What follows belongs to an exercise in optimizing a design on an open flow for small area; a production flow would make more cautious choices.
No functional check of the RTL was part of this run.
The flow treats the clock pin as an ideal source, which a real chip does not have.
No activity file was given, so power comes from the tool's default toggle rates.

==> flow/clkslew.tcl <==
set res orfs/results/sky130hd/vg63_loop_law/base
read_db $res/4_cts.odb
read_liberty $::env(FLOW_HOME)/platforms/sky130hd/lib/sky130_fd_sc_hd__tt_025C_1v80.lib
read_sdc $res/4_cts.sdc
source $::env(FLOW_HOME)/platforms/sky130hd/setRC.tcl
set_propagated_clock [all_clocks]
estimate_parasitics -placement
set worst 0
foreach pin [get_pins -hierarchical */CLK] {
  foreach a {max min} {
    foreach e {rise fall} {
      set v [get_property $pin slew_${a}_$e]
      if {$v > $worst} { set worst $v }
    }
  }
}
set f [open clkslew.txt w]
puts $f [expr {round($worst * 1000)}]
close $f
puts "worst clock pin slew [expr {$worst * 1000}] ps"
==> flow/run.sh <==
#!/bin/bash
# The standard layout (standard.sh) with two changes: ports buffered with
# buf_1, and a clock tree without dummy loads whose leaf clusters are as large
# as the clock slew at the flip-flops allows: clock tree synthesis is redone
# with smaller clusters while the worst estimated clock pin slew exceeds
# 110 ps (flow/clkslew.tcl).
set -euo pipefail
export BUFFER_PORTS_ARGS="-buffer_cell sky130_fd_sc_hd__buf_1"
for size in 16 14 12 10 8; do
  export CTS_ARGS="-sink_clustering_enable -repair_clock_nets -sink_clustering_size $size -sink_clustering_max_diameter 50 -buf_list sky130_fd_sc_hd__clkbuf_8 -dont_use_dummy_load"
  bash standard.sh clean_cts > clean_cts_$size.log 2>&1
  bash standard.sh cts > standard_cts_$size.log 2>&1
  rm -f clkslew.txt
  openroad -no_init -exit flow/clkslew.tcl > clkslew_$size.log 2>&1 || true
  slew=$(cat clkslew.txt 2>/dev/null || echo 999)
  if [ "$slew" -le 110 ]; then
    break
  fi
done
bash standard.sh finish > standard_finish.log 2>&1
==> design.v <==
module vg63_loop_law (
    input  wire        clk,
    input  wire        rst,
    input  wire        cfg_we,
    input  wire [6:0]  cfg_addr,
    input  wire [31:0] cfg_wdata,
    input  wire        in_valid,
    output wire        in_ready,
    input  wire [31:0] in_e,
    input  wire [31:0] in_vn,
    input  wire [31:0] in_an,
    output reg         out_valid,
    output wire [31:0] out_y,
    output wire [31:0] out_ye,
    output reg         out_hi,
    output reg         out_lo,
    output reg         out_frozen
);
    localparam [3:0] ST_IDLE = 4'd0,
                     ST_FF   = 4'd1,
                     ST_FWD  = 4'd2,
                     ST_L1   = 4'd3,
                     ST_L2   = 4'd4,
                     ST_OW   = 4'd5,
                     ST_OP   = 4'd6,
                     ST_UW   = 4'd7,
                     ST_UPD  = 4'd8;
    reg  [4:0] ph;
    wire [2:0] p8 = ph[2:0];
    reg  [3:0] st;
    reg  [2:0] k;           
    reg  [6:0] c;           
    reg  [1:0] pass;        
    reg        pend;        
    reg  [6:0] adr;         
    reg  [2:0] nm1;         
    reg  [7:0] imask;
    assign in_ready = (st == ST_IDLE) && (ph == 5'd15);
    wire acc_cfg = in_ready && cfg_we;
    wire acc_smp = in_ready && in_valid;
    reg signed [30:0] E, W;
    reg signed [34:0] V;
    reg signed [35:0] A;
    reg  [1:0] psel;        
    reg  [3:0] dd;          
    reg        dfirst;      
    reg        dstrm;       
    reg        dneg;        
    reg        clrA;
    reg        shift;
    reg        ldV;         
    reg  [1:0] rndt;        
    reg  [3:0] elo;         
    reg  [5:0] ehi;         
    reg        rin;
    wire [37:0] erow = {ehi, 28'd0, elo};
    reg        pb0, pb1;
    wire [30:0] P = (psel == 2'd0) ? E : (psel == 2'd1) ? V[30:0] : W;
    wire        pb = !dfirst && (dstrm ? pb1 : pb0);
    wire one0 = dd[0] ^ pb;
    wire two0 = (dd[1] & ~dd[0] & ~pb) | (~dd[1] & dd[0] & pb);
    wire s0   = (dd[1] ^ dneg) & (one0 | two0);
    wire one1 = dd[2] ^ dd[1];
    wire two1 = (dd[3] & ~dd[2] & ~dd[1]) | (~dd[3] & dd[2] & dd[1]);
    wire s1   = (dd[3] ^ dneg) & (one1 | two1);
    wire [31:0] Pe = {P[30], P};
    wire [31:0] P2 = {P, 1'b0};
    wire [31:0] r0 = (({32{one0}} & Pe) | ({32{two0}} & P2)) ^ {32{s0}};
    wire [31:0] r1 = (({32{one1}} & Pe) | ({32{two1}} & P2)) ^ {32{s1}};
    wire [35:0] ain = clrA ? 36'd0 : A;
    wire m_s1 = ain[0] ^ r0[0];
    wire m_c2 = ain[0] & r0[0];
    wire m_s3 = ain[2] ^ r0[2];
    wire m_c4 = ain[2] & r0[2];
    wire m_s5 = ain[3] ^ r0[3];
    wire m_c6 = ain[3] & r0[3];
    wire m_s7 = m_s1 ^ s0;
    wire m_c8 = m_s1 & s0;
    wire m_s9 = m_c2 ^ ain[1] ^ r0[1];
    wire m_c10 = (m_c2 & ain[1]) | (m_c2 & r0[1]) | (ain[1] & r0[1]);
    wire m_s11 = m_s3 ^ r1[0] ^ s1;
    wire m_c12 = (m_s3 & r1[0]) | (m_s3 & s1) | (r1[0] & s1);
    wire m_s13 = m_c4 ^ m_s5 ^ r1[1];
    wire m_c14 = (m_c4 & m_s5) | (m_c4 & r1[1]) | (m_s5 & r1[1]);
    wire m_s15 = m_c6 ^ ain[4] ^ r0[4];
    wire m_c16 = (m_c6 & ain[4]) | (m_c6 & r0[4]) | (ain[4] & r0[4]);
    wire m_s17 = ain[5] ^ r0[5];
    wire m_c18 = ain[5] & r0[5];
    wire m_s19 = ain[6] ^ r0[6];
    wire m_c20 = ain[6] & r0[6];
    wire m_s21 = ain[7] ^ r0[7];
    wire m_c22 = ain[7] & r0[7];
    wire m_s23 = ain[8] ^ r0[8];
    wire m_c24 = ain[8] & r0[8];
    wire m_s25 = ain[9] ^ r0[9];
    wire m_c26 = ain[9] & r0[9];
    wire m_s27 = ain[10] ^ r0[10];
    wire m_c28 = ain[10] & r0[10];
    wire m_s29 = ain[11] ^ r0[11];
    wire m_c30 = ain[11] & r0[11];
    wire m_s31 = ain[12] ^ r0[12];
    wire m_c32 = ain[12] & r0[12];
    wire m_s33 = ain[13] ^ r0[13];
    wire m_c34 = ain[13] & r0[13];
    wire m_s35 = ain[14] ^ r0[14];
    wire m_c36 = ain[14] & r0[14];
    wire m_s37 = ain[15] ^ r0[15];
    wire m_c38 = ain[15] & r0[15];
    wire m_s39 = ain[16] ^ r0[16];
    wire m_c40 = ain[16] & r0[16];
    wire m_s41 = ain[17] ^ r0[17];
    wire m_c42 = ain[17] & r0[17];
    wire m_s43 = ain[18] ^ r0[18];
    wire m_c44 = ain[18] & r0[18];
    wire m_s45 = ain[19] ^ r0[19];
    wire m_c46 = ain[19] & r0[19];
    wire m_s47 = ain[20] ^ r0[20];
    wire m_c48 = ain[20] & r0[20];
    wire m_s49 = ain[21] ^ r0[21];
    wire m_c50 = ain[21] & r0[21];
    wire m_s51 = ain[22] ^ r0[22];
    wire m_c52 = ain[22] & r0[22];
    wire m_s53 = ain[23] ^ r0[23];
    wire m_c54 = ain[23] & r0[23];
    wire m_s55 = ain[24] ^ r0[24];
    wire m_c56 = ain[24] & r0[24];
    wire m_s57 = ain[25] ^ r0[25];
    wire m_c58 = ain[25] & r0[25];
    wire m_s59 = ain[26] ^ r0[26];
    wire m_c60 = ain[26] & r0[26];
    wire m_s61 = ain[27] ^ r0[27];
    wire m_c62 = ain[27] & r0[27];
    wire m_s63 = ain[28] ^ r0[28];
    wire m_c64 = ain[28] & r0[28];
    wire m_s65 = ain[29] ^ r0[29];
    wire m_c66 = ain[29] & r0[29];
    wire m_s67 = ain[30] ^ r0[30];
    wire m_c68 = ain[30] & r0[30];
    wire m_s69 = ain[31] ^ ~r0[31] ^ r1[29];
    wire m_c70 = (ain[31] & ~r0[31]) | (ain[31] & r1[29]) | (~r0[31] & r1[29]);
    wire m_s71 = ain[32] ^ r1[30] ^ erow[32];
    wire m_c72 = (ain[32] & r1[30]) | (ain[32] & erow[32]) | (r1[30] & erow[32]);
    wire m_s73 = ain[33] ^ ~r1[31];
    wire m_c74 = ain[33] & ~r1[31];
    wire m_s75 = ain[34] ^ erow[34];
    wire m_c76 = ain[34] & erow[34];
    wire m_s77 = m_s7 ^ erow[0];
    wire m_c78 = m_s7 & erow[0];
    wire m_s79 = m_c8 ^ m_s9 ^ erow[1];
    wire m_c80 = (m_c8 & m_s9) | (m_c8 & erow[1]) | (m_s9 & erow[1]);
    wire m_s81 = m_c10 ^ m_s11 ^ erow[2];
    wire m_c82 = (m_c10 & m_s11) | (m_c10 & erow[2]) | (m_s11 & erow[2]);
    wire m_s83 = m_c12 ^ m_s13 ^ erow[3];
    wire m_c84 = (m_c12 & m_s13) | (m_c12 & erow[3]) | (m_s13 & erow[3]);
    wire m_s85 = m_c14 ^ m_s15 ^ r1[2];
    wire m_c86 = (m_c14 & m_s15) | (m_c14 & r1[2]) | (m_s15 & r1[2]);
    wire m_s87 = m_c16 ^ m_s17 ^ r1[3];
    wire m_c88 = (m_c16 & m_s17) | (m_c16 & r1[3]) | (m_s17 & r1[3]);
    wire m_s89 = m_c18 ^ m_s19 ^ r1[4];
    wire m_c90 = (m_c18 & m_s19) | (m_c18 & r1[4]) | (m_s19 & r1[4]);
    wire m_s91 = m_c20 ^ m_s21 ^ r1[5];
    wire m_c92 = (m_c20 & m_s21) | (m_c20 & r1[5]) | (m_s21 & r1[5]);
    wire m_s93 = m_c22 ^ m_s23 ^ r1[6];
    wire m_c94 = (m_c22 & m_s23) | (m_c22 & r1[6]) | (m_s23 & r1[6]);
    wire m_s95 = m_c24 ^ m_s25 ^ r1[7];
    wire m_c96 = (m_c24 & m_s25) | (m_c24 & r1[7]) | (m_s25 & r1[7]);
    wire m_s97 = m_c26 ^ m_s27 ^ r1[8];
    wire m_c98 = (m_c26 & m_s27) | (m_c26 & r1[8]) | (m_s27 & r1[8]);
    wire m_s99 = m_c28 ^ m_s29 ^ r1[9];
    wire m_c100 = (m_c28 & m_s29) | (m_c28 & r1[9]) | (m_s29 & r1[9]);
    wire m_s101 = m_c30 ^ m_s31 ^ r1[10];
    wire m_c102 = (m_c30 & m_s31) | (m_c30 & r1[10]) | (m_s31 & r1[10]);
    wire m_s103 = m_c32 ^ m_s33 ^ r1[11];
    wire m_c104 = (m_c32 & m_s33) | (m_c32 & r1[11]) | (m_s33 & r1[11]);
    wire m_s105 = m_c34 ^ m_s35 ^ r1[12];
    wire m_c106 = (m_c34 & m_s35) | (m_c34 & r1[12]) | (m_s35 & r1[12]);
    wire m_s107 = m_c36 ^ m_s37 ^ r1[13];
    wire m_c108 = (m_c36 & m_s37) | (m_c36 & r1[13]) | (m_s37 & r1[13]);
    wire m_s109 = m_c38 ^ m_s39 ^ r1[14];
    wire m_c110 = (m_c38 & m_s39) | (m_c38 & r1[14]) | (m_s39 & r1[14]);
    wire m_s111 = m_c40 ^ m_s41 ^ r1[15];
    wire m_c112 = (m_c40 & m_s41) | (m_c40 & r1[15]) | (m_s41 & r1[15]);
    wire m_s113 = m_c42 ^ m_s43 ^ r1[16];
    wire m_c114 = (m_c42 & m_s43) | (m_c42 & r1[16]) | (m_s43 & r1[16]);
    wire m_s115 = m_c44 ^ m_s45 ^ r1[17];
    wire m_c116 = (m_c44 & m_s45) | (m_c44 & r1[17]) | (m_s45 & r1[17]);
    wire m_s117 = m_c46 ^ m_s47 ^ r1[18];
    wire m_c118 = (m_c46 & m_s47) | (m_c46 & r1[18]) | (m_s47 & r1[18]);
    wire m_s119 = m_c48 ^ m_s49 ^ r1[19];
    wire m_c120 = (m_c48 & m_s49) | (m_c48 & r1[19]) | (m_s49 & r1[19]);
    wire m_s121 = m_c50 ^ m_s51 ^ r1[20];
    wire m_c122 = (m_c50 & m_s51) | (m_c50 & r1[20]) | (m_s51 & r1[20]);
    wire m_s123 = m_c52 ^ m_s53 ^ r1[21];
    wire m_c124 = (m_c52 & m_s53) | (m_c52 & r1[21]) | (m_s53 & r1[21]);
    wire m_s125 = m_c54 ^ m_s55 ^ r1[22];
    wire m_c126 = (m_c54 & m_s55) | (m_c54 & r1[22]) | (m_s55 & r1[22]);
    wire m_s127 = m_c56 ^ m_s57 ^ r1[23];
    wire m_c128 = (m_c56 & m_s57) | (m_c56 & r1[23]) | (m_s57 & r1[23]);
    wire m_s129 = m_c58 ^ m_s59 ^ r1[24];
    wire m_c130 = (m_c58 & m_s59) | (m_c58 & r1[24]) | (m_s59 & r1[24]);
    wire m_s131 = m_c60 ^ m_s61 ^ r1[25];
    wire m_c132 = (m_c60 & m_s61) | (m_c60 & r1[25]) | (m_s61 & r1[25]);
    wire m_s133 = m_c62 ^ m_s63 ^ r1[26];
    wire m_c134 = (m_c62 & m_s63) | (m_c62 & r1[26]) | (m_s63 & r1[26]);
    wire m_s135 = m_c64 ^ m_s65 ^ r1[27];
    wire m_c136 = (m_c64 & m_s65) | (m_c64 & r1[27]) | (m_s65 & r1[27]);
    wire m_s137 = m_c66 ^ m_s67 ^ r1[28];
    wire m_c138 = (m_c66 & m_s67) | (m_c66 & r1[28]) | (m_s67 & r1[28]);
    wire m_s139 = m_c68 ^ m_s69 ^ 1'b1;
    wire m_c140 = (m_c68 & m_s69) | (m_c68 & 1'b1) | (m_s69 & 1'b1);
    wire m_s141 = m_c70 ^ m_s71 ^ 1'b1;
    wire m_c142 = (m_c70 & m_s71) | (m_c70 & 1'b1) | (m_s71 & 1'b1);
    wire m_s143 = m_c72 ^ m_s73 ^ erow[33];
    wire m_c144 = (m_c72 & m_s73) | (m_c72 & erow[33]) | (m_s73 & erow[33]);
    wire m_s145 = m_c74 ^ m_s75 ^ 1'b1;
    wire m_c146 = (m_c74 & m_s75) | (m_c74 & 1'b1) | (m_s75 & 1'b1);
    wire m_s147 = m_c76 ^ ~ain[35] ^ erow[35];
    wire m_c148 = (m_c76 & ~ain[35]) | (m_c76 & erow[35]) | (~ain[35] & erow[35]);
    wire m_s149 = erow[36] ^ 1'b1;
    wire m_c150 = erow[36] & 1'b1;
    wire m_s151 = erow[37] ^ 1'b1;
    wire m_c152 = erow[37] & 1'b1;
    wire m_s153 = m_s77 ^ rin;
    wire m_c154 = m_s77 & rin;
    wire m_s155 = m_c78 ^ m_s79 ^ m_c154;
    wire m_c156 = (m_c78 & m_s79) | (m_c78 & m_c154) | (m_s79 & m_c154);
    wire m_s157 = m_c80 ^ m_s81 ^ m_c156;
    wire m_c158 = (m_c80 & m_s81) | (m_c80 & m_c156) | (m_s81 & m_c156);
    wire m_s159 = m_c82 ^ m_s83 ^ m_c158;
    wire m_c160 = (m_c82 & m_s83) | (m_c82 & m_c158) | (m_s83 & m_c158);
    wire m_s161 = m_c84 ^ m_s85 ^ m_c160;
    wire m_c162 = (m_c84 & m_s85) | (m_c84 & m_c160) | (m_s85 & m_c160);
    wire m_s163 = m_c86 ^ m_s87 ^ m_c162;
    wire m_c164 = (m_c86 & m_s87) | (m_c86 & m_c162) | (m_s87 & m_c162);
    wire m_s165 = m_c88 ^ m_s89 ^ m_c164;
    wire m_c166 = (m_c88 & m_s89) | (m_c88 & m_c164) | (m_s89 & m_c164);
    wire m_s167 = m_c90 ^ m_s91 ^ m_c166;
    wire m_c168 = (m_c90 & m_s91) | (m_c90 & m_c166) | (m_s91 & m_c166);
    wire m_s169 = m_c92 ^ m_s93 ^ m_c168;
    wire m_c170 = (m_c92 & m_s93) | (m_c92 & m_c168) | (m_s93 & m_c168);
    wire m_s171 = m_c94 ^ m_s95 ^ m_c170;
    wire m_c172 = (m_c94 & m_s95) | (m_c94 & m_c170) | (m_s95 & m_c170);
    wire m_s173 = m_c96 ^ m_s97 ^ m_c172;
    wire m_c174 = (m_c96 & m_s97) | (m_c96 & m_c172) | (m_s97 & m_c172);
    wire m_s175 = m_c98 ^ m_s99 ^ m_c174;
    wire m_c176 = (m_c98 & m_s99) | (m_c98 & m_c174) | (m_s99 & m_c174);
    wire m_s177 = m_c100 ^ m_s101 ^ m_c176;
    wire m_c178 = (m_c100 & m_s101) | (m_c100 & m_c176) | (m_s101 & m_c176);
    wire m_s179 = m_c102 ^ m_s103 ^ m_c178;
    wire m_c180 = (m_c102 & m_s103) | (m_c102 & m_c178) | (m_s103 & m_c178);
    wire m_s181 = m_c104 ^ m_s105 ^ m_c180;
    wire m_c182 = (m_c104 & m_s105) | (m_c104 & m_c180) | (m_s105 & m_c180);
    wire m_s183 = m_c106 ^ m_s107 ^ m_c182;
    wire m_c184 = (m_c106 & m_s107) | (m_c106 & m_c182) | (m_s107 & m_c182);
    wire m_s185 = m_c108 ^ m_s109 ^ m_c184;
    wire m_c186 = (m_c108 & m_s109) | (m_c108 & m_c184) | (m_s109 & m_c184);
    wire m_s187 = m_c110 ^ m_s111 ^ m_c186;
    wire m_c188 = (m_c110 & m_s111) | (m_c110 & m_c186) | (m_s111 & m_c186);
    wire m_s189 = m_c112 ^ m_s113 ^ m_c188;
    wire m_c190 = (m_c112 & m_s113) | (m_c112 & m_c188) | (m_s113 & m_c188);
    wire m_s191 = m_c114 ^ m_s115;
    wire m_c192 = m_c114 & m_s115;
    wire m_s193 = m_c116 ^ m_s117 ^ m_c192;
    wire m_c194 = (m_c116 & m_s117) | (m_c116 & m_c192) | (m_s117 & m_c192);
    wire m_s195 = m_c118 ^ m_s119 ^ m_c194;
    wire m_c196 = (m_c118 & m_s119) | (m_c118 & m_c194) | (m_s119 & m_c194);
    wire m_s197 = m_c120 ^ m_s121 ^ m_c196;
    wire m_c198 = (m_c120 & m_s121) | (m_c120 & m_c196) | (m_s121 & m_c196);
    wire m_s199 = m_c122 ^ m_s123 ^ m_c198;
    wire m_c200 = (m_c122 & m_s123) | (m_c122 & m_c198) | (m_s123 & m_c198);
    wire m_s201 = m_c124 ^ m_s125 ^ m_c200;
    wire m_c202 = (m_c124 & m_s125) | (m_c124 & m_c200) | (m_s125 & m_c200);
    wire m_s203 = m_c126 ^ m_s127 ^ m_c202;
    wire m_c204 = (m_c126 & m_s127) | (m_c126 & m_c202) | (m_s127 & m_c202);
    wire m_s205 = m_c128 ^ m_s129 ^ m_c204;
    wire m_c206 = (m_c128 & m_s129) | (m_c128 & m_c204) | (m_s129 & m_c204);
    wire m_s207 = m_c130 ^ m_s131 ^ m_c206;
    wire m_c208 = (m_c130 & m_s131) | (m_c130 & m_c206) | (m_s131 & m_c206);
    wire m_s209 = m_c132 ^ m_s133 ^ m_c208;
    wire m_c210 = (m_c132 & m_s133) | (m_c132 & m_c208) | (m_s133 & m_c208);
    wire m_s211 = m_c134 ^ m_s135 ^ m_c210;
    wire m_c212 = (m_c134 & m_s135) | (m_c134 & m_c210) | (m_s135 & m_c210);
    wire m_s213 = m_c136 ^ m_s137 ^ m_c212;
    wire m_c214 = (m_c136 & m_s137) | (m_c136 & m_c212) | (m_s137 & m_c212);
    wire m_s215 = m_c138 ^ m_s139 ^ m_c214;
    wire m_c216 = (m_c138 & m_s139) | (m_c138 & m_c214) | (m_s139 & m_c214);
    wire m_s217 = m_c140 ^ m_s141 ^ m_c216;
    wire m_c218 = (m_c140 & m_s141) | (m_c140 & m_c216) | (m_s141 & m_c216);
    wire m_s219 = m_c142 ^ m_s143 ^ m_c218;
    wire m_c220 = (m_c142 & m_s143) | (m_c142 & m_c218) | (m_s143 & m_c218);
    wire m_s221 = m_c144 ^ m_s145 ^ m_c220;
    wire m_c222 = (m_c144 & m_s145) | (m_c144 & m_c220) | (m_s145 & m_c220);
    wire m_s223 = m_c146 ^ m_s147 ^ m_c222;
    wire m_c224 = (m_c146 & m_s147) | (m_c146 & m_c222) | (m_s147 & m_c222);
    wire m_s225 = m_c148 ^ m_s149 ^ m_c224;
    wire m_c226 = (m_c148 & m_s149) | (m_c148 & m_c224) | (m_s149 & m_c224);
    wire m_s227 = m_c150 ^ m_s151 ^ m_c226;
    wire m_c228 = (m_c150 & m_s151) | (m_c150 & m_c226) | (m_s151 & m_c226);
    wire m_s229 = m_c114 ^ m_s115 ^ 1'b1;
    wire m_c230 = (m_c114 & m_s115) | (m_c114 & 1'b1) | (m_s115 & 1'b1);
    wire m_s231 = m_c116 ^ m_s117 ^ m_c230;
    wire m_c232 = (m_c116 & m_s117) | (m_c116 & m_c230) | (m_s117 & m_c230);
    wire m_s233 = m_c118 ^ m_s119 ^ m_c232;
    wire m_c234 = (m_c118 & m_s119) | (m_c118 & m_c232) | (m_s119 & m_c232);
    wire m_s235 = m_c120 ^ m_s121 ^ m_c234;
    wire m_c236 = (m_c120 & m_s121) | (m_c120 & m_c234) | (m_s121 & m_c234);
    wire m_s237 = m_c122 ^ m_s123 ^ m_c236;
    wire m_c238 = (m_c122 & m_s123) | (m_c122 & m_c236) | (m_s123 & m_c236);
    wire m_s239 = m_c124 ^ m_s125 ^ m_c238;
    wire m_c240 = (m_c124 & m_s125) | (m_c124 & m_c238) | (m_s125 & m_c238);
    wire m_s241 = m_c126 ^ m_s127 ^ m_c240;
    wire m_c242 = (m_c126 & m_s127) | (m_c126 & m_c240) | (m_s127 & m_c240);
    wire m_s243 = m_c128 ^ m_s129 ^ m_c242;
    wire m_c244 = (m_c128 & m_s129) | (m_c128 & m_c242) | (m_s129 & m_c242);
    wire m_s245 = m_c130 ^ m_s131 ^ m_c244;
    wire m_c246 = (m_c130 & m_s131) | (m_c130 & m_c244) | (m_s131 & m_c244);
    wire m_s247 = m_c132 ^ m_s133 ^ m_c246;
    wire m_c248 = (m_c132 & m_s133) | (m_c132 & m_c246) | (m_s133 & m_c246);
    wire m_s249 = m_c134 ^ m_s135 ^ m_c248;
    wire m_c250 = (m_c134 & m_s135) | (m_c134 & m_c248) | (m_s135 & m_c248);
    wire m_s251 = m_c136 ^ m_s137 ^ m_c250;
    wire m_c252 = (m_c136 & m_s137) | (m_c136 & m_c250) | (m_s137 & m_c250);
    wire m_s253 = m_c138 ^ m_s139 ^ m_c252;
    wire m_c254 = (m_c138 & m_s139) | (m_c138 & m_c252) | (m_s139 & m_c252);
    wire m_s255 = m_c140 ^ m_s141 ^ m_c254;
    wire m_c256 = (m_c140 & m_s141) | (m_c140 & m_c254) | (m_s141 & m_c254);
    wire m_s257 = m_c142 ^ m_s143 ^ m_c256;
    wire m_c258 = (m_c142 & m_s143) | (m_c142 & m_c256) | (m_s143 & m_c256);
    wire m_s259 = m_c144 ^ m_s145 ^ m_c258;
    wire m_c260 = (m_c144 & m_s145) | (m_c144 & m_c258) | (m_s145 & m_c258);
    wire m_s261 = m_c146 ^ m_s147 ^ m_c260;
    wire m_c262 = (m_c146 & m_s147) | (m_c146 & m_c260) | (m_s147 & m_c260);
    wire m_s263 = m_c148 ^ m_s149 ^ m_c262;
    wire m_c264 = (m_c148 & m_s149) | (m_c148 & m_c262) | (m_s149 & m_c262);
    wire m_s265 = m_c150 ^ m_s151 ^ m_c264;
    wire m_c266 = (m_c150 & m_s151) | (m_c150 & m_c264) | (m_s151 & m_c264);
    wire m_x267 = m_c190 ? m_s229 : m_s191;
    wire m_x268 = m_c190 ? m_s231 : m_s193;
    wire m_x269 = m_c190 ? m_s233 : m_s195;
    wire m_x270 = m_c190 ? m_s235 : m_s197;
    wire m_x271 = m_c190 ? m_s237 : m_s199;
    wire m_x272 = m_c190 ? m_s239 : m_s201;
    wire m_x273 = m_c190 ? m_s241 : m_s203;
    wire m_x274 = m_c190 ? m_s243 : m_s205;
    wire m_x275 = m_c190 ? m_s245 : m_s207;
    wire m_x276 = m_c190 ? m_s247 : m_s209;
    wire m_x277 = m_c190 ? m_s249 : m_s211;
    wire m_x278 = m_c190 ? m_s251 : m_s213;
    wire m_x279 = m_c190 ? m_s253 : m_s215;
    wire m_x280 = m_c190 ? m_s255 : m_s217;
    wire m_x281 = m_c190 ? m_s257 : m_s219;
    wire m_x282 = m_c190 ? m_s259 : m_s221;
    wire m_x283 = m_c190 ? m_s261 : m_s223;
    wire m_x284 = m_c190 ? m_s263 : m_s225;
    wire m_x285 = m_c190 ? m_s265 : m_s227;
    wire [37:0] m_sum = {m_x285, m_x284, m_x283, m_x282, m_x281, m_x280, m_x279, m_x278, m_x277, m_x276, m_x275, m_x274, m_x273, m_x272, m_x271, m_x270, m_x269, m_x268, m_x267, m_s189, m_s187, m_s185, m_s183, m_s181, m_s179, m_s177, m_s175, m_s173, m_s171, m_s169, m_s167, m_s165, m_s163, m_s161, m_s159, m_s157, m_s155, m_s153};
    wire [37:0] S = m_sum;
    wire [3:0] dout = S[3:0];
    always @(posedge clk) begin
        if (dstrm)
            pb1 <= dd[3];
        else
            pb0 <= dd[3];
    end
    function [30:0] sat31;
        input [37:0] v;
        begin
            if (v[37:30] != {8{v[37]}})
                sat31 = v[37] ? 31'h40000000 : 31'h3FFFFFFF;
            else
                sat31 = v[30:0];
        end
    endfunction
    wire [30:0] Ssat = sat31(S);
    always @(posedge clk)
        A <= shift ? {{2{S[37]}}, S[37:4]} : ldV ? {V[34], V} : S[35:0];
    wire [30:0] qb0, qb12, qa12;
    wire [62:0] qs1;
    wire [61:0] qs2;
    reg  [1:0] wcf;         
    wire       clr = pend && (adr == 7'h45);
    reg  [7:0] w1lo, w2lo;  
    reg        w1hi, w2hi;
    reg        frz;         
    genvar g;
    generate
        for (g = 0; g < 31; g = g + 1) begin : RB0
            localparam integer TR = g / 4;
            reg [7:0] r;
            always @(posedge clk) r <= {r[6:0], wcf[0] ? W[g] : r[7]};
            assign qb0[g] = r[(7 + TR) % 8];
        end
        for (g = 0; g < 31; g = g + 1) begin : RC
            localparam integer I = g / 4;
            reg [31:0] r;
            always @(posedge clk) r <= {r[30:0], wcf[1] ? W[g] : r[31]};
            assign qb12[g] = r[(15 + 2 * I) % 32];
            assign qa12[g] = r[(2 * I) % 32];
        end
        for (g = 0; g < 32; g = g + 1) begin : RS12L
            localparam integer I = g / 4;
            reg [15:0] r;
            wire we = clr || w1lo[I] || w2lo[I];
            always @(posedge clk) r <= {r[14:0], we ? dout[g % 4] : r[15]};
            assign qs1[g] = r[(14 - I) % 16];
            assign qs2[g] = r[7];
        end
        for (g = 32; g < 62; g = g + 1) begin : RS12H
            localparam integer I = (g - 32) / 4;
            reg [15:0] r;
            wire we = clr || w1hi || w2hi;
            always @(posedge clk) r <= {r[14:0], we ? A[g - 32] : r[15]};
            assign qs1[g] = r[(15 + I) % 16];
            assign qs2[g] = r[(8 + 2 * I) % 16];
        end
        if (1) begin : RS1T
            reg [7:0] r;
            wire we = clr || w1hi;
            always @(posedge clk) r <= {r[6:0], we ? A[30] : r[7]};
            assign qs1[62] = r[6];
        end
    endgenerate
    wire [3:0] b0d  [0:7];
    wire [3:0] b12d [0:7];
    wire [3:0] a12d [0:7];
    wire [3:0] s1ld [0:7];
    wire [3:0] s1hd [0:7];
    wire [3:0] s2ld [0:7];
    wire [3:0] s2hd [0:7];
    generate
        for (g = 0; g < 7; g = g + 1) begin : DG
            assign b0d[g]  = qb0[4*g+3:4*g];
            assign b12d[g] = qb12[4*g+3:4*g];
            assign a12d[g] = qa12[4*g+3:4*g];
            assign s1hd[g] = qs1[32+4*g+3:32+4*g];
            assign s2hd[g] = qs2[32+4*g+3:32+4*g];
        end
        for (g = 0; g < 8; g = g + 1) begin : DL
            assign s1ld[g] = qs1[4*g+3:4*g];
            assign s2ld[g] = qs2[4*g+3:4*g];
        end
    endgenerate
    assign b0d[7]  = {qb0[30], qb0[30:28]};
    assign b12d[7] = {qb12[30], qb12[30:28]};
    assign a12d[7] = {qa12[30], qa12[30:28]};
    assign s1hd[7] = {qs1[62], qs1[62:60]};
    assign s2hd[7] = {qs2[61], qs2[61], qs2[61:60]};
    wire [2:0] jo = p8 - 3'd3;            
    wire [2:0] esel = (pend && adr[6:1] == 6'b100000) ? ph[3:1] : jo;
    reg  [3:0] edig;
    always @* begin
        case (esel)
            3'd0: edig = W[3:0];
            3'd1: edig = W[7:4];
            3'd2: edig = W[11:8];
            3'd3: edig = W[15:12];
            3'd4: edig = W[19:16];
            3'd5: edig = W[23:20];
            3'd6: edig = W[27:24];
            default: edig = {W[30], W[30:28]};
        endcase
    end
    reg  [63:0] rk;
    wire wk = pend && (adr == {6'b100000, ph[0]});
    always @(posedge clk) rk <= {rk[59:0], wk ? edig : rk[63:60]};
    wire [3:0] kkd = rk[63:60];       
    reg  [31:0] rmin, rmax, rslw, rye;
    wire [3:0]  omn = rmin[31:28];
    wire [3:0]  omx = rmax[31:28];
    wire [3:0]  slw = rslw[31:28];
    wire [3:0]  yep = rye[31:28];
    wire        wye;
    wire [3:0]  yen;
    always @(posedge clk) begin
        rmin <= {rmin[27:0], (pend && adr == 7'h42) ? edig : omn};
        rmax <= {rmax[27:0], (pend && adr == 7'h43) ? edig : omx};
        rslw <= {rslw[27:0], (pend && adr == 7'h44) ? edig : slw};
        rye  <= {rye[27:0],  clr ? 4'd0 : wye ? yen : yep};
    end
    wire       in_step = (st == ST_FWD) || (st == ST_UPD);
    wire       dig_c   = in_step && (c[6:3] == 4'd0);         
    wire       rnd_c   = in_step && (c == 7'd8);
    wire       s1ph    = (c[6:4] == 3'd1);
    wire       s2ph    = (c[6:3] == 4'd5) || (c[6:3] == 4'd6);
    wire [2:0] pi      = s1ph ? c[3:1] : {~c[3], c[2:1]};           
    wire       pfirst  = !c[0];
    wire       in_pair = (st == ST_UPD) && (s1ph || s2ph);
    wire       kodd    = k[0];
    wire [1:0] ry = kodd ? 2'd0 : 2'd2;
    wire       n_step   = (st == ST_FWD) || (st == ST_UPD);
    wire       n_dig    = n_step && (c[6:3] == 4'd0);            
    wire       n_s1ph   = (c[6:4] == 3'd1);
    wire       n_s2ph   = (c[6:3] == 4'd5) || (c[6:3] == 4'd6);
    wire [2:0] n_pi     = n_s1ph ? c[3:1] : {~c[3], c[2:1]};
    wire       n_pfirst = !c[0];
    wire       n_pair   = (st == ST_UPD) && (n_s1ph || n_s2ph);
    wire [1:0] n_rx     = (st == ST_FWD) ? ((k == 3'd0) ? 2'd0 : 2'd2) :
                          (k[0] ? 2'd2 : 2'd0);
    wire [1:0] n_ry     = k[0] ? 2'd0 : 2'd2;
    wire [2:0] n_idx    = n_dig ? c[2:0] : n_pi;
    wire [7:0] n_oh     = 8'd1 << n_idx;
    wire       f_b0     = n_dig;
    wire       f_b12    = n_pair && n_pfirst;
    wire       f_a12    = n_pair && !n_pfirst;
    wire       f_s2     = n_pair && !n_pfirst && n_s1ph;
    reg  [3:0] dsel, esel_lo;
    reg  [5:0] esel_hi;
    integer    di;
    always @* begin
        dsel    = 4'd0;
        esel_lo = 4'd0;
        esel_hi = 6'd0;
        for (di = 0; di < 8; di = di + 1) begin
            dsel    = dsel | ({4{f_b0 && n_oh[di]}} & b0d[di])
                           | ({4{f_b12 && n_oh[di]}} & b12d[di])
                           | ({4{f_a12 && n_oh[di]}} & a12d[di]);
            esel_lo = esel_lo | ({4{f_b0 && n_oh[di]}} & s1ld[di])
                              | ({4{f_s2 && n_oh[di]}} & s2ld[di]);
            esel_hi = esel_hi | ({6{f_b0 && n_oh[di]}} & {(di == 7) ? {2{s1hd[di][3]}} : 2'b00, s1hd[di]})
                              | ({6{f_s2 && n_oh[di]}} & {(di == 7) ? {2{s2hd[di][3]}} : 2'b00, s2hd[di]});
        end
    end
    always @* begin
        psel   = 2'd2;
        dd     = 4'd0;
        dfirst = 1'b1;
        dstrm  = 1'b0;
        dneg   = 1'b0;
        clrA   = 1'b0;
        shift  = 1'b0;
        ldV    = 1'b0;
        rndt   = 2'd0;
        elo    = 4'd0;
        ehi    = 6'd0;
        if (st == ST_IDLE) begin
            clrA   = 1'b1;
        end else if (st == ST_FF) begin
            psel   = ph[0] ? 2'd2 : 2'd1;
            dd     = kkd;
            dfirst = (ph[3:1] == 3'd0);
            dstrm  = ph[0];
            clrA   = (ph[3:0] == 4'd0);
            shift  = ph[0] && (ph[3:0] != 4'd15);
        end else if (n_dig) begin
            psel   = n_rx;
            dd     = dsel;
            dfirst = (c == 7'd0);
            clrA   = (c == 7'd0);
            shift  = (c[2:0] != 3'd7);
            elo    = esel_lo;
            ehi    = esel_hi;
        end else if (n_pair) begin
            psel   = n_pfirst ? n_rx : n_ry;
            dd     = dsel;
            dfirst = (n_pi == 3'd0);
            dstrm  = !n_pfirst;
            dneg   = !n_pfirst;
            clrA   = n_pfirst && (n_pi == 3'd0);
            shift  = !n_pfirst;
            elo    = esel_lo;
            ehi    = esel_hi;
        end else if (st == ST_L1) begin
            psel   = 2'd2;
            dd     = 4'd1;
        end else if (st == ST_L2) begin
            rndt   = 2'd2;
        end
        if (n_step && c == 7'd8) begin
            rndt = 2'd1;
            psel = n_rx;
        end
        if (st == ST_FWD && c == 7'd8 && k == nm1)
            ldV = 1'b1;
    end
    reg  b27, stk, fb27, fstk;
    always @* begin
        if (rndt[1])
            rin = fb27 && (!A[35] || fstk);
        else if (rndt[0])
            rin = b27 && (!A[35] || stk);
        else
            rin = 1'b0;
    end
    integer ii;
    always @* begin
        wcf = 2'd0;
        if (pend && !adr[6] && adr[5:3] == p8) begin
            wcf[0] = (adr[2:0] == 3'd0);
            case (adr[2:0])
                3'd1: wcf[1] = (ph[4:3] == adr[4:3]);
                3'd4: wcf[1] = (ph[4:3] == adr[4:3] + 2'd1);
                3'd3: wcf[1] = (ph[4:3] == adr[4:3] + 2'd2);
                3'd2: wcf[1] = (ph[4:3] == adr[4:3] + 2'd3);
                default: ;
            endcase
        end
        for (ii = 0; ii < 8; ii = ii + 1) begin
            w1lo[ii] = in_pair && !pfirst && s1ph && (pi == ii) && !frz;
            w2lo[ii] = in_pair && !pfirst && !s1ph && (pi == ii) && !frz;
        end
        w1hi = (st == ST_UPD) && (c == 7'd32) && !frz;
        w2hi = (st == ST_UPD) && (c == 7'd56) && !frz;
    end
    reg bnz, bsg, pfx, T, lzv, q0, q1;
    reg [2:0] lz;
    wire xnz = |P;           
    wire xs  = P[30];
    wire pin = pfx ^ bsg;
    wire sgG = T ^ pin;
    wire gnz = !(lzv && (lz > k));
    wire [3:0] ydig = edig;
    reg cA, cB, cC, sgA, sgB, szr, spos, sneg;
    wire op    = (st == ST_OP);
    wire j0    = (jo == 3'd0);
    wire j7    = (jo == 3'd7);
    wire lemin = sgA;
    wire gemax = !sgB;
    wire [3:0] yl = lemin ? omn : gemax ? omx : ydig;
    wire [4:0] t1 = {1'b0, ydig} + {1'b0, ~omn} + {4'd0, !j0 && cA};
    wire [4:0] t2 = {1'b0, ydig} + {1'b0, ~omx} + {4'd0, j0 ? 1'b1 : cB};
    wire [4:0] t3 = {1'b0, yl} + {1'b0, ~yep} + {4'd0, j0 ? 1'b1 : cA};
    wire [4:0] t4 = {1'b0, t3[3:0]} + {1'b0, ~slw} + {4'd0, !j0 && cB};
    wire [4:0] t5 = {1'b0, t3[3:0]} + {1'b0, slw} + {4'd0, j0 ? 1'b0 : cC};
    wire [4:0] t6 = {1'b0, yep} + {1'b0, sneg ? ~slw : slw} + {4'd0, j0 ? sneg : cA};
    wire [3:0] yen0 = (spos || sneg) ? t6[3:0] : yl;
    assign     yen  = j7 ? {yen0[2], yen0[2:0]} : yen0;
    assign     wye  = op && (pass == 2'd2);
    wire gt_s = !(t3[3] ^ ~slw[3] ^ t4[4]);      
    wire lt_s = t3[3] ^ slw[3] ^ t5[4];
    wire hi_n = spos || gemax;
    wire lo_n = sneg || lemin;
    reg [3:0] st_n;
    reg [2:0] k_n;
    reg [6:0] c_n;
    always @* begin
        st_n = st;
        k_n  = k;
        c_n  = c;
        case (st)
            ST_IDLE: begin
                if (acc_smp)
                    st_n = ST_FF;
            end
            ST_FF: begin
                if (ph == 5'd31) begin
                    st_n = ST_FWD;
                    k_n  = 3'd0;
                    c_n  = 7'd0;
                end
            end
            ST_FWD: begin
                if (c == 7'd8) begin
                    c_n = 7'd0;
                    if (k == nm1)
                        st_n = ST_L1;
                    else
                        k_n = k + 3'd1;
                end else
                    c_n = c + 7'd1;
            end
            ST_L1: st_n = ST_L2;
            ST_L2: st_n = (p8 == 3'd2) ? ST_OP : ST_OW;
            ST_OW: if (p8 == 3'd2) st_n = ST_OP;
            ST_OP: begin
                if (j7 && pass == 2'd2)
                    st_n = ST_UW;
            end
            ST_UW: begin
                if (ph == 5'd31) begin
                    st_n = ST_UPD;
                    k_n  = 3'd0;
                    c_n  = 7'd0;
                end
            end
            ST_UPD: begin
                if (c == 7'd72) begin
                    c_n = 7'd0;
                    if (k == nm1)
                        st_n = ST_IDLE;
                    else
                        k_n = k + 3'd1;
                end else
                    c_n = c + 7'd1;
            end
            default: st_n = ST_IDLE;
        endcase
        if (rst)
            st_n = ST_IDLE;
    end
    always @(posedge clk) begin
        st <= st_n;
        k  <= k_n;
        c  <= c_n;
        if (rst) begin
            ph        <= 4'd0;
            pend      <= 1'b0;
            out_valid <= 1'b0;
        end else begin
            ph        <= ph + 5'd1;
            out_valid <= (st == ST_OP) && j7 && (pass == 2'd2);
            if (acc_cfg)
                pend <= 1'b1;
            else if (ph == 5'd15)
                pend <= 1'b0;
        end
    end
    always @(posedge clk) begin
        if (acc_cfg) begin
            adr <= cfg_addr;
            if (cfg_addr == 7'h45) begin
                nm1   <= cfg_wdata[2:0] - 3'd1;
                imask <= cfg_wdata[15:8];
            end
        end
    end
    always @(posedge clk) begin
        if (acc_smp)
            E <= in_e[30:0];
        else if (st == ST_UPD && rnd_c && ry == 2'd0)
            E <= Ssat;
        if (acc_smp)
            V <= {{4{in_vn[30]}}, in_vn[30:0]};
        else if (st == ST_FF && ph[3:0] == 4'd15)
            V <= S[34:0];
        if (acc_cfg)
            W <= cfg_wdata[30:0];
        else if (acc_smp)
            W <= in_an[30:0];
        else if ((st == ST_FWD && rnd_c) || st == ST_L2 ||
                 (st == ST_UPD && rnd_c && ry == 2'd2))
            W <= Ssat;
    end
    always @(posedge clk) begin
        if (dig_c && c[2:0] != 3'd7) begin
            if (c[2:0] == 3'd6) begin
                b27 <= dout[3];
                stk <= stk || (dout[2:0] != 3'd0);
            end else
                stk <= ((c[2:0] != 3'd0) && stk) || (dout != 4'd0);
        end
        if (st == ST_FF && ph[0] && ph[3:1] != 3'd7) begin
            if (ph[3:1] == 3'd6) begin
                fb27 <= dout[3];
                fstk <= fstk || (dout[2:0] != 3'd0);
            end else
                fstk <= ((ph[3:1] != 3'd0) && fstk) || (dout != 4'd0);
        end
    end
    always @(posedge clk) begin
        if (dig_c) begin
            bnz <= ((c[2:0] != 3'd0) && bnz) || (dd != 4'd0);
            if (c[2:0] == 3'd7)
                bsg <= dd[3];
        end
        if (st == ST_FF) begin
            pfx <= 1'b0;
            lzv <= 1'b0;
            q0  <= 1'b0;
            q1  <= 1'b0;
        end else if (st == ST_FWD && rnd_c) begin
            pfx <= pin;
            if (k == nm1)
                T <= pin;
            if (!bnz) begin
                lz  <= k;
                lzv <= 1'b1;
            end
            if (imask[k] && xnz) begin
                if (xs ^ pin) begin
                    q1 <= 1'b1;
                    q0 <= bnz && q0;
                end else begin
                    q0 <= 1'b1;
                    q1 <= bnz && q1;
                end
            end else if (!bnz) begin
                q0 <= 1'b0;
                q1 <= 1'b0;
            end
        end else if (st == ST_UW) begin
            pfx <= 1'b0;
        end else if (st == ST_UPD && rnd_c) begin
            pfx <= pin;
            frz <= imask[k] && gnz && xnz &&
                   ((out_hi && !(sgG ^ xs)) || (out_lo && (sgG ^ xs)));
        end
    end
    always @(posedge clk) begin
        if (st == ST_L2)
            pass <= 2'd0;
        else if (op && j7)
            pass <= pass + 2'd1;
        if (op) begin
            case (pass)
                2'd0: begin
                    cA  <= t1[4];
                    cB  <= t2[4];
                    szr <= (!j0 && szr) || (slw != 4'd0);
                    if (j7) begin
                        sgA <= t1[3];
                        sgB <= t2[3];
                    end
                end
                2'd1: begin
                    cA <= t3[4];
                    cB <= t4[4];
                    cC <= t5[4];
                    if (j7) begin
                        sneg <= szr && lt_s;
                        spos <= szr && !lt_s && gt_s;
                    end
                end
                default: begin
                    cA <= t6[4];
                    if (j7) begin
                        out_hi     <= hi_n;
                        out_lo     <= lo_n;
                        out_frozen <= (hi_n && (T ? q1 : q0)) || (lo_n && (T ? q0 : q1));
                    end
                end
            endcase
        end
    end
    assign out_y  = {W[30], W};
    assign out_ye = {rye[3:0], rye[7:4], rye[11:8], rye[15:12],
                     rye[19:16], rye[23:20], rye[27:24], rye[31:28]};
endmodule
==> standard.sh <==
#!/bin/bash
# synth_recipe.tcl (not shown) runs the flow's synth.tcl, then flattens the netlist and writes it again
# the make line also repeats each setting of config.mk as NAME=value (left out here)
make -C /OpenROAD-flow-scripts/flow DESIGN_CONFIG=/design/flow/config.mk WORK_HOME=/design/flow/orfs CLKGATE_MAP_FILE= SYNTH_SCRIPT=/design/flow/synth_recipe.tcl "${@:-finish}"
==> constraint.sdc <==
create_clock -name core_clock -period 18.0 [get_ports {clk}]
set_input_delay 3.6000 -clock core_clock [delete_from_list [all_inputs] [get_ports {clk}]]
set_output_delay 3.6000 -clock core_clock [all_outputs]
set_load 0.01 [all_outputs]
==> config.mk <==
export PLATFORM = sky130hd
export DESIGN_NAME = vg63_loop_law
export DESIGN_NICKNAME = vg63_loop_law
export VERILOG_FILES = /design/flow/design.v
export SDC_FILE = /design/flow/constraint.sdc
export NUM_CORES = 8
export LEC_CHECK = 0
export ABC_AREA = 1
export CAP_MARGIN = 20
export CORE_MARGIN = 2
export CORE_UTILIZATION = 65
export CTS_BUF_LIST = sky130_fd_sc_hd__clkbuf_8
export CTS_CLUSTER_DIAMETER = 50
export CTS_CLUSTER_SIZE = 16
export PLACE_DENSITY = 0.72
export SLEW_MARGIN = 20
==> summary.txt <==
-- routing by layer --
layer  GRT usage (%)  vias up  part of all wire, %
met3           4.897      290                  8.1
met4           9.055        0                  3.1
met2           39.73     1430                   43
met5               0        -                    0
li1                -    17080                    -
met1           40.89    17450                   46
-- cells by family (layout without fill, tap and decap cells) --
family | after synthesis | count (layout)
flops | 2634 | 2634
simple gates | 1032 | 1032
compound gates | 616 | 616
buf+inv | 569 | 888
fa+ha+maj | 156 | 156
xor+xnor | 100 | 100
mux | 26 | 26
other cells | 0 | 4
-- state kept, by name (all words and copies together), names as in the netlist, 31 cells and up --
name	count
A	36
RS12L.r	512
V	35
RC.r	992
rslw	32
W	31
rmax	32
E	31
RS12H.r	480
rmin	32
rk	64
RB0.r	248
rye	32
-- Yosys cell counts, types with 5 or more instances --
library cell	instances
edfxtp_1	149
nor3b_1	5
dfxtp_1	2485
nand2_2	6
a32o_1	13
a211oi_1	10
o21ai_0	221
o21ai_1	16
buf_2	16
o22ai_1	80
xnor2_1	74
o211ai_1	53
nor4_1	8
a21oi_1	118
a2111oi_0	7
a221oi_1	34
a22o_1	13
buf_1	12
a22oi_1	7
nand2_1	479
mux2i_1	24
nor3_1	27
clkbuf_1	84
or2_2	43
inv_1	422
nand4_1	28
fa_1	59
inv_2	20
nor2_1	216
nor2_2	10
a31oi_1	13
nand3_1	197
ha_1	97
xor2_1	26
buf_4	8
-- metrics by stage --
step	setup slack, ns	utilization (%)	std cells	power (mW)
after floorplan	4.274	-	5133	8.763
after global routing	0.3585	70.63	6833	13.20
after CTS	1.366	70.62	6832	12.55
after global placement	1.572	67.97	6632	9.931
final	1.192	70.63	6836	12.56
after detailed placement	1.419	67.97	6632	9.977
-- worst max path at each step --
stage | slack (ns) | start | end | cells past startpoint
final | 1.19 | st[0]$_SDFFE_PP0P_ | W[9]$_DFFE_PP_ | 60
after detailed placement | 1.42 | st[0]$_SDFFE_PP0P_ | W[23]$_DFFE_PP_ | 59
after global routing | 0.36 | st[3]$_SDFFE_PP0P_ | W[13]$_DFFE_PP_ | 61
after CTS | 1.37 | st[0]$_SDFFE_PP0P_ | W[14]$_DFFE_PP_ | 59
after global placement | 1.57 | st[0]$_SDFFE_PP0P_ | W[23]$_DFFE_PP_ | 59
after floorplan | 4.27 | st[3]$_SDFFE_PP0P_ | E[0]$_DFFE_PP_ | 60
-- cell type report --
type	instances	area, um^2	share of cell area (%)
Sequential cell	2634	54220	73.96
Multi-Input combinational cell	1930	11860	16.17
Clock buffer	200	2753	3.755
Tap cell	1380	1727	2.355
Inverter	447	1684	2.297
Timing Repair Buffer	241	1060	1.446
Antenna cell	4	10.01	0.01365
-- worst reg2reg max path, delay by kind of cell, from the launching register on --
family	cells	cell delay (ns)
flip-flops	1	0.35
AO/OA/AOI/OAI	4	0.98
buffers and inverters	9	1.51
XOR/XNOR	2	0.81
AND/OR/NAND/NOR	24	3.95
adder cells (fa/ha/maj)	21	9.09
-- power breakdown --
group	internal (mW)	switching, mW	leakage, nW	total (mW)
logic	1.12	2.41	7.04	3.53
registers	6.24	0.149	21.4	6.39
clock network	0.990	1.65	1.44	2.64
-- cell usage in the layout, fill, tap and decap left out, drive strengths merged, types with 8 or more instances in the layout --
cell type and instances:
dfxtp 2485, mux2i 24, a22o 13, a211oi 10
a221oi 34, o22ai 80, a31oi 13, a32o 13
nand2 485, nor2 228, ha 97, xnor2 74
buf 241, edfxtp 149, nor4 8, nand3 197
o211ai 53, a21oi 119, fa 59, xor2 26
inv 444, or2 45, clkbuf 200, nor3 31
o21ai 242, nand4 28
==> results.ini <==
[floorplanning]
die_x_um = 327.9
die_h_um = 327.9
std_cell_rows = 118
dieArea_mm2 = 0.1075
design.core.area_mm2 = 0.1038
io_pins = 208
start_util_pct = 65.72

[global_routing]
grt_overflow = 0
grt_pass1_vias = 34480
grt_pass1_wl_mm = 212.5
grt_max_degree = 87
antenna_found_initial = 8
track_usage_pct = 27.09

[sta]
fin_skew_ns = 0.08966
tns_ns = 0
rsz0062_at_grt = no
fmax_mhz = 59.50
slew_violations = 0
whs_ns = 0.2508
hold_viol = 0
relSlewSlack_pct = 30.27
period_needed_ns = 16.81
tightestPinTransition_ns = 1.043
fin_crit_sh_pct = 93.38
setup_viol = 0

[synthesis]
yosys_warnings = 1
synth_ff_type = dfxtp_1
synth_area_leaders = dfxtp_1, edfxtp_1, nand2_1
synth_nets = 5428
synth_compound_area_share_pct = 5.518
synth_area_leader_cell = dfxtp_1
synth_edf_count = 149
synthSimpleGateAreaFrac_pct = 6.574
synth_top_area_share_pct = 72.94
synthMuxAreaShare_pct = 0.3852
synth-seq-area-share_pct = 79.50
synthArstFlopShare_pct = 0
synth_top_family_by_area = simple AND/OR/NAND/NOR gates
synth_cell_types = 61
postSynthAreaPerCell_um2 = 13.29
syn_inst = 5133
synth_area_mm2 = 0.06821
synthXorXnorAreaFrac_pct = 1.284
synth_fa_ha_area_share_pct = 3.511
synth-seq-cells = 2634

[clock_tree]
cts_tree = built
clkTransAtPathRegs_ns = 0.09
cts_root_buffer = clkbuf_8
clk_path_buf_depth = 3
cts_inserted_buffers = 200
post-cts-setup-buffers = 0
cts_num_sinks = 2634
h-tree-depth = 4
clock_latency_ns = 0.90
ctsHoldBuffers = 0
postCtsResizedCells = 0

[min_path]
hold_depth = 0
hold_path_class = register to register
holdPathEnd = RS12L[8].r[15]$_DFF_P_
holdCritStartpoint = RS12L[8].r[14]$_DFF_P_

[power]
p_per_area_mw_per_mm2 = 171.3
leakage_nw = 29.85
vdd_drop_max_mv = 0.2882

[critical_path]
slowest_stage = fa_1
critical_path.max_fanout = 30
arrival_ns = 17.52
critPathBufInv = 9
cpLargestDelayFamily = adder cells
cp_common_cell = fa_1
crit_type = register to register
critical_path_required_ns = 18.71
start_kind = register
r2r_cells = 60
end_kind = register
r2r_setup_slack_ns = 1.19
max_stage_delay_ns = 0.74
r2r-start = st[0]$_SDFFE_PP0P_
timing.rr.end = W[9]$_DFFE_PP_

[placement]
dp_hpwl_mm = 104.4
io_buffers = 203
place_area_mm2 = 0.07054
gp_congestion = 0.9124

[drt]
routedWlPerCell_um = 21.23
ant_nets = 0
dr_total_vias = 36250
drc = 0
drtIter0Drc = 2949
via_per_inst = 5.303
routed_wl_mm = 145.1
drt_first_pass_iters = 8

[layout]
layout-drive-gt1-share_pct = 6.310
nFillCells = 7169
syn_to_final_growth_pct = 7.483
fin_area_mm2 = 0.07331
nNetsFinal = 5749

[run_status]
status = finished clean

[flow_run]
cap_violations = 0

[afterwards: timing with drivers on the ports]
No port has a modelled driver above. Below, the same layout with a new extraction and two added sets of constraints.
Step 1 sets driving cells, clkbuf_16 on the clock port and buf_2 on the other inputs (assumed; they add their load-dependent delay and slew).
Step 2 moves the port delays by t, midway between the first and last clock arrival at a register: inputs arrive t later, outputs are due t later. That takes back most of the time a late clock gives input paths.
a / b / c = ideal / step 1 / step 2; a / b = the first two.
t (ns): 0.928
setup slack, ns: 1.192 / 1.192 / 1.192
hold slack, ns: 0.251 / 0.251 / 0.251
worst setup path at the end: register to register
cell pins on the clock port's net: 1
After both steps this run still meets setup and hold. For this run, drivers alone change the setup slack by 0.000 ns; drivers and shift together by 0.000 ns.
